This is an optimization exercise on Yosys and OpenROAD, whose aim is small area, a short achievable clock period and few clock cycles per item, not a production implementation. In this exercise RTL edits were held to simulation tests only and were not proved equivalent to the original.

==> inputs of run A <==
// ime_ks
module ime_ks (
  input  wire         clk,
  input  wire         rst,          
  input  wire         key_we,
  input  wire [2:0]   key_idx,
  input  wire [31:0]  key_wdata,
  input  wire         req_valid,
  output wire         req_ready,
  input  wire [15:0]  req_epoch,
  input  wire [2:0]   req_port,
  input  wire [28:0]  req_line,
  output wire         ks_valid,
  input  wire         ks_ready,
  output wire [1:0]   ks_blk,
  output wire [127:0] ks_data
);
  localparam U  = 7;            
  localparam QN = 4;            
  localparam QA = 2;            
  genvar g, u;
  integer i;
  reg [255:0] key;
  reg  [7:0]  kw_en;               
  reg  [31:0] kw_data;
  wire        kw_we = |kw_en;
  integer     kwi;
  always @(posedge clk) begin
    kw_en   <= key_we ? (8'h80 >> key_idx) : 8'h00;
    kw_data <= key_wdata;
    for (kwi = 0; kwi < 8; kwi = kwi + 1)
      if (kw_en[7-kwi])
        key[255 - 32*kwi -: 32] <= kw_data;
  end
  function [7:0] xtime(input [7:0] b);
    xtime = {b[6:0], 1'b0} ^ (b[7] ? 8'h1b : 8'h00);
  endfunction
  function [31:0] mixcol(input [31:0] c);
    reg [7:0] a0, a1, a2, a3;
    begin
      a0 = c[31:24]; a1 = c[23:16]; a2 = c[15:8]; a3 = c[7:0];
      mixcol[31:24] = xtime(a0) ^ (xtime(a1) ^ a1) ^ a2 ^ a3;
      mixcol[23:16] = a0 ^ xtime(a1) ^ (xtime(a2) ^ a2) ^ a3;
      mixcol[15:8]  = a0 ^ a1 ^ xtime(a2) ^ (xtime(a3) ^ a3);
      mixcol[7:0]   = (xtime(a0) ^ a0) ^ a1 ^ a2 ^ xtime(a3);
    end
  endfunction
  function [127:0] mixcolumns(input [127:0] s);
    mixcolumns = {mixcol(s[127:96]), mixcol(s[95:64]), mixcol(s[63:32]), mixcol(s[31:0])};
  endfunction
  function [127:0] shiftrows(input [127:0] s);
    integer k;
    begin
      for (k = 0; k < 16; k = k + 1)
        shiftrows[127 - 8*k -: 8] = s[127 - 8*(((k/4 + k%4) % 4)*4 + k%4) -: 8];
    end
  endfunction
  function [127:0] kstep(input [127:0] old, input [31:0] t);
    reg [31:0] p0, p1, p2, p3;
    begin
      p0 = old[127:96];
      p1 = p0 ^ old[95:64];
      p2 = p1 ^ old[63:32];
      p3 = p2 ^ old[31:0];
  ...
clock: 8.0 ns
lec_check: 0
abc_clock_period_in_ps: 3100
cap_margin: 20
core_margin: 2
core_utilization: 55
cts_cluster_diameter: 80
cts_cluster_size: 20
setup_slack_margin: 4.9
slew_margin: 50
standard.sh (not shown) runs the stock make flow with config.mk's settings and CLKGATE_MAP_FILE= SYNTH_SCRIPT=/design/flow/synth_recipe.tcl, a recipe that flattens the netlist after the stock synthesis.
==> flow/flow/run.sh <==
#!/bin/bash
# Own flow: the standard layout (standard.sh) with three changes:
#  - synthesis runs flow/my_synth.tcl: the standard synthesis script with
#    Yosys's default ABC mapping script in place of ORFS's speed script
#    (same flip-flops and register names);
#  - after global placement, flow/near_pins.tcl moves the registers that
#    drive output ports next to those ports (ORFS's PRE_RESIZE hook);
#  - the detailed router gets more antenna repair iterations.
set -euo pipefail
W=$(pwd)
export PRE_RESIZE_TCL=$W/flow/near_pins.tcl
sed -e "s#SYNTH_SCRIPT=[^ ]*#SYNTH_SCRIPT=$W/flow/my_synth.tcl MAX_REPAIR_ANTENNAS_ITER_DRT=15#" standard.sh > own.sh
grep -q "SYNTH_SCRIPT=$W/flow/my_synth.tcl" own.sh
bash own.sh > layout.log 2>&1
==> flow/flow/my_synth.tcl <==
# The standard synthesis (synth_recipe.tcl, which runs ORFS's synth.tcl), with
# one change: the technology mapping uses Yosys's default ABC script (area
# oriented, with the clock period as delay target) instead of ORFS's speed
# script. Everything else, flip-flop mapping and register names included, is
# the standard synthesis.
proc abc {args} {
  set out {}
  set skip 0
  foreach a $args {
    if {$skip} { set skip 0; continue }
    if {$a eq "-script"} { set skip 1; continue }
    lappend out $a
  }
  yosys abc {*}$out
}
source [file join [file dirname [file normalize [info script]]] .. synth_recipe.tcl]
==> flow/flow/near_pins.tcl <==
# PRE_RESIZE hook (after global placement, before the first repair_design):
# put each flip-flop whose output drives only an output port's buffer on the
# spot of that buffer, next to the pin; detailed placement later legalizes it.
# These registers' paths to the outputs have the least slack, and the global
# placer leaves them near the logic that feeds them instead.
set block [ord::get_db_block]
set moved 0
foreach inst [$block getInsts] {
  if {![[$inst getMaster] isSequential]} continue
  set q [$inst findITerm Q]
  if {$q eq "NULL" || $q eq ""} continue
  set net [$q getNet]
  if {$net eq "NULL" || $net eq ""} continue
  set iterms [$net getITerms]
  if {[llength $iterms] != 2} continue
  foreach it $iterms {
    set other [$it getInst]
    if {[$other getName] eq [$inst getName]} continue
    if {![string match output* [$other getName]]} continue
    lassign [$other getLocation] x y
    $inst setLocation $x $y
    incr moved
  }
}
puts "near_pins: moved $moved flip-flops next to their output buffers"
==> run H (differences from run A) <==
--- a/flow/design.v
+++ b/flow/design.v
@@ -176,18 +176,19 @@
   input  wire [2:0]   req_port,
   input  wire [28:0]  req_line,
   output wire         ks_valid,
   input  wire         ks_ready,
   output wire [1:0]   ks_blk,
   output wire [127:0] ks_data
 );
   localparam U  = 7;            
-  localparam QN = 4;            
-  localparam QA = 2;            
+  localparam QN = 5;            
+  localparam QA = 3;            
+  localparam TW = QA + 4;       
   genvar g, u;
   integer i;
   reg [255:0] key;
   reg  [7:0]  kw_en;               
   reg  [31:0] kw_data;
   wire        kw_we = |kw_en;
   integer     kwi;
   always @(posedge clk) begin
@@ -239,56 +240,57 @@
   reg  [4:0]    ph;                  
   reg  [QA:0]   hd, tl;              
   reg  [QA:0]   el;                  
   reg  [1:0]    eb;                  
   reg  [1:0]    nb;                  
   reg           ov;                  
   reg  [1:0]    ob;
   reg           rdy;
-  reg  [48*QN-1:0] q;                
-  reg  [127:0]  e_cur, e_prev;       
+  reg  [47:0]   q [0:QN-1];          
+  reg  [127:0]  e_odd, e_even;       
   reg  [47:0]   kmid;                
   reg  [127:0]  r0 [0:U-1];
   reg  [191:0]  r1 [0:U-1];
-  reg  [U-1:0]  v0, v1;              
+  reg  [TW-1:0] t0 [0:U-1];          
+  reg  [TW-1:0] t1 [0:U-1];
   reg  [127:0]  outr;
   wire [127:0]  rk [0:U-1];          
-  wire [31:0] ksin = ph[1] ? e_cur[31:0] : {e_cur[23:0], e_cur[31:24]};
+  wire [31:0] ksin = ph[1] ? e_even[31:0] : {e_odd[23:0], e_odd[31:24]};
   wire [47:0] kmid_n;
   wire [31:0] ksub;
   generate
     for (g = 0; g < 4; g = g + 1) begin : g_ksbox
       ime_sbox_top u_kt (.a(ksin[31 - 8*g -: 8]), .m(kmid_n[47 - 12*g -: 12]));
       ime_sbox_bot u_kb (.m(kmid[47 - 12*g -: 12]), .y(ksub[31 - 8*g -: 8]));
     end
   endgenerate
   wire [7:0]   rcon   = 8'h01 << ph[4:2];
   wire [31:0]  kt     = ph[1] ? (ksub ^ {rcon, 24'h0}) : ksub;
-  wire         first  = (ph == 5'd0);
+  wire         first  = (ph[4:2] == 3'd0);
   always @(posedge clk) begin
     kmid <= kmid_n;
-    if (!ph[0]) begin
-      e_cur  <= first ? key[127:0] : kstep(e_prev, kt);
-      e_prev <= first ? key[255:128] : e_cur;
-    end
+    if (ph[1:0] == 2'd0)
+      e_odd <= first ? key[127:0] : kstep(e_odd, kt);
+    if (ph[1:0] == 2'd2)
+      e_even <= kstep(first ? key[255:128] : e_even, kt);
   end
   generate
     for (u = 0; u < U; u = u + 1) begin : g_ku
       reg [127:0] kr;
       reg         ld;
       integer j;
       always @(*) begin
         ld = 1'b0;
         for (j = u + 1; j <= 14; j = j + U)
           if (ph == 2*j - 1) ld = 1'b1;
       end
       always @(posedge clk) begin
         if (ld)
-          kr <= e_cur;
+          kr <= ph[1] ? e_even : e_odd;
       end
       assign rk[u] = kr;
     end
   endgenerate
   wire [127:0] nxt [0:U-1];
   wire [127:0] srl;
   generate
     for (u = 0; u < U; u = u + 1) begin : g_unit
@@ -309,57 +311,60 @@
       end
       always @(posedge clk) begin
         r1[u] <= m;
       end
     end
   endgenerate
   wire [127:0] fin = srl ^ rk[U-1];    
   wire          win    = (ph < 2*U);                  
-  wire          busy   = |{v0, v1};                   
-  wire [QA:0]   cnt    = (tl >= hd) ? tl - hd : tl + 2*QN - hd;
-  wire [QA:0]   edist  = (el >= hd) ? el - hd : el + 2*QN - hd;
-  wire          eavail = (edist < cnt) || (edist == cnt && req_valid);
-  wire          entry  = win && (ph == 5'd0 || busy) && eavail;
-  reg  [47:0]   qsel;
+  reg           busy;                                 
   always @(*) begin
-    qsel = q[47:0];
-    for (i = 1; i < QN; i = i + 1)
-      if (pidx(el) == i) qsel = q[48*i +: 48];
+    busy = 1'b0;
+    for (i = 0; i < U; i = i + 1)
+      busy = busy | t0[i][TW-1] | t1[i][TW-1];
   end
-  wire [47:0]   qctr   = (el == tl) ? {req_epoch, req_port, req_line} : qsel;
+  wire          entry  = win && (ph == 5'd0 || busy) && (el != tl);
+  wire [47:0]   qctr   = q[pidx(el)];
   wire [127:0]  newblk = {qctr ^ key[255:208], key[207:130], key[129:128] ^ eb};
   wire          kill   = rst || key_we || kw_we;
-  wire          exit_v = win && v1[U-1];
+  wire [TW-1:0] xt     = t1[U-1];                    
+  wire          exit_v = win && xt[TW-1];
   wire          ofree  = !ov || ks_ready;
-  wire          take   = exit_v && ofree && (hd != tl);
-  wire          fail   = exit_v && !take;
-  wire          retire = take && (nb == 2'd3);
+  wire          match  = exit_v && (xt[TW-2:2] == hd) && (xt[1:0] == nb);
+  wire          take   = match && ofree;
+  wire          fail   = match && !ofree;
+  wire          retire = take && (xt[1:0] == 2'd3);
   wire          acc    = req_valid && rdy;
   wire [QA:0]   hd_n   = retire ? pinc(hd) : hd;
   wire [QA:0]   tl_n   = acc ? pinc(tl) : tl;
   wire [QA:0]   cnt_n  = (tl_n >= hd) ? tl_n - hd : tl_n + 2*QN - hd;
   always @(posedge clk) begin
     r0[0] <= (nxt[U-1] & {128{~entry}}) ^ (entry ? newblk : rk[U-1]);
     for (i = 1; i < U; i = i + 1)
       r0[i] <= nxt[i-1];
-    if (kill || fail) begin
-      v0 <= {U{1'b0}};
-      v1 <= {U{1'b0}};
+    if (kill) begin
+      for (i = 0; i < U; i = i + 1) begin
+        t0[i] <= {TW{1'b0}};
+        t1[i] <= {TW{1'b0}};
+      end
     end else begin
-      v0 <= {v1[U-2:0], entry || (!win && v1[U-1])};
-      v1 <= v0;
+      t0[0] <= entry ? {1'b1, el, eb} : (win ? {TW{1'b0}} : t1[U-1]);
+      for (i = 1; i < U; i = i + 1)
+        t0[i] <= t1[i-1];
+      for (i = 0; i < U; i = i + 1)
+        t1[i] <= t0[i];
     end
   end
   always @(posedge clk) begin
     if (acc)
-      q[48*pidx(tl) +: 48] <= {req_epoch, req_port, req_line};
+      q[pidx(tl)] <= {req_epoch, req_port, req_line};
     if (take) begin
       outr <= fin;
-      ob   <= nb;
+      ob   <= xt[1:0];
     end
   end
   always @(posedge clk) begin
     if (rst) begin
       ph  <= 5'd0;
       hd  <= {(QA+1){1'b0}};
       tl  <= {(QA+1){1'b0}};
       el  <= {(QA+1){1'b0}};
==> flow/config.mk (replaced) <==
export PLATFORM = sky130hd
export DESIGN_NAME = ime_ks
export DESIGN_NICKNAME = ime_ks
export VERILOG_FILES = /design/flow/design.v
export SDC_FILE = /design/flow/constraint.sdc
export NUM_CORES = 8
export LEC_CHECK = 0
export ABC_CLOCK_PERIOD_IN_PS = 3200
export CAP_MARGIN = 20
export CORE_MARGIN = 2
export CORE_UTILIZATION = 62
export SETUP_SLACK_MARGIN = 4.8
export SLEW_MARGIN = 45
==> results.txt <==
In run H the die area is smaller than in run A, by about 10%.
In run A the synthesized area is smaller than in run H, by about 1.4%.
Between run H and run A, the lower routed wire length is in run H (gap about 6%, measured against run A).
In maximum frequency, run A and run H hardly differ.
Against run A, the sequential share of layout area of run H is higher by 1.2 points.
Run H finished clean. Run A finished clean.
Between run H and run A, the lower first-iteration DRC count is in run H (gap 2.0%, measured against run A).
Against run H, the clock skew of run A is lower by 0.032 ns.
Non-clock buffer count: run H is lower than run A (497).
==> figures <==
                                                                             run A           run H
Outcome                                                             finished clean  finished clean
Share of synthesized area occupied by flip-flops and latches                 37.6%           38.3%
Mean instance size in the synthesized netlist                             10.0 um2        10.3 um2
EDFF count, synth                                                             1730            1778
Placed wire-length estimate                                              751000 um       678000 um
Maximum net fanout on the critical path                                          5               4
Met3 GRT Util                                                                7.39%           12.1%
Number of buffer and inverter instances along the worst setup path               3               1
Die outline width                                                           697 um          661 um
End of the critical path                                                  e_cur[7]      r0[0][125]
Number of synthesis warnings                                                     5               9
Height of the chip                                                          697 um          661 um
Met2 global-route usage                                                      58.1%           59.6%
Placeable core region                                                   478000 um2      430000 um2
Worst hold slack                                                          0.451 ns        0.414 ns
Average via count per standard cell                                           5.46            5.61
Overall Global Routing Usage                                                 38.5%           40.3%
#FFs+latches synth                                                            4092            4227
Share of the final layout cell area in multi-input gates                     57.8%           56.2%
Testbench counts of run A, summed over its fixed seeds: cycles 3,224, items 384.
Testbench counts of run H, summed over its fixed seeds: cycles 3,232, items 384.

afterwards: timing with drivers on the ports:
Ports are ideal in the flow. The routed layouts listed here were re-timed in OpenROAD. Step 1, drivers: a clkbuf_16 drives clk and a buf_2 each remaining input, both assumed. Step 2 times the ports against the registers' clock, not the clock port: input delays grow and output delays shrink by t, the midpoint of the rising clock arrivals with the driver on. Three values: ideal, step 1, step 2; two values: the first two.
run | t, ns | setup slack, ns | latest minus earliest clock arrival (ns) | worst data-port slew with drivers (ns)
run A | 1.120 | 4.686 / 4.655 / 4.018 | 0.102 / 0.103 | 0.11
run H | 1.153 | 4.688 / 4.602 / 3.918 | 0.133 / 0.133 | 0.13
After both steps setup and hold are still met in every run listed. The setup slack of run H, which loses most, moves by -0.086 ns with the drivers and by -0.770 ns with both steps.
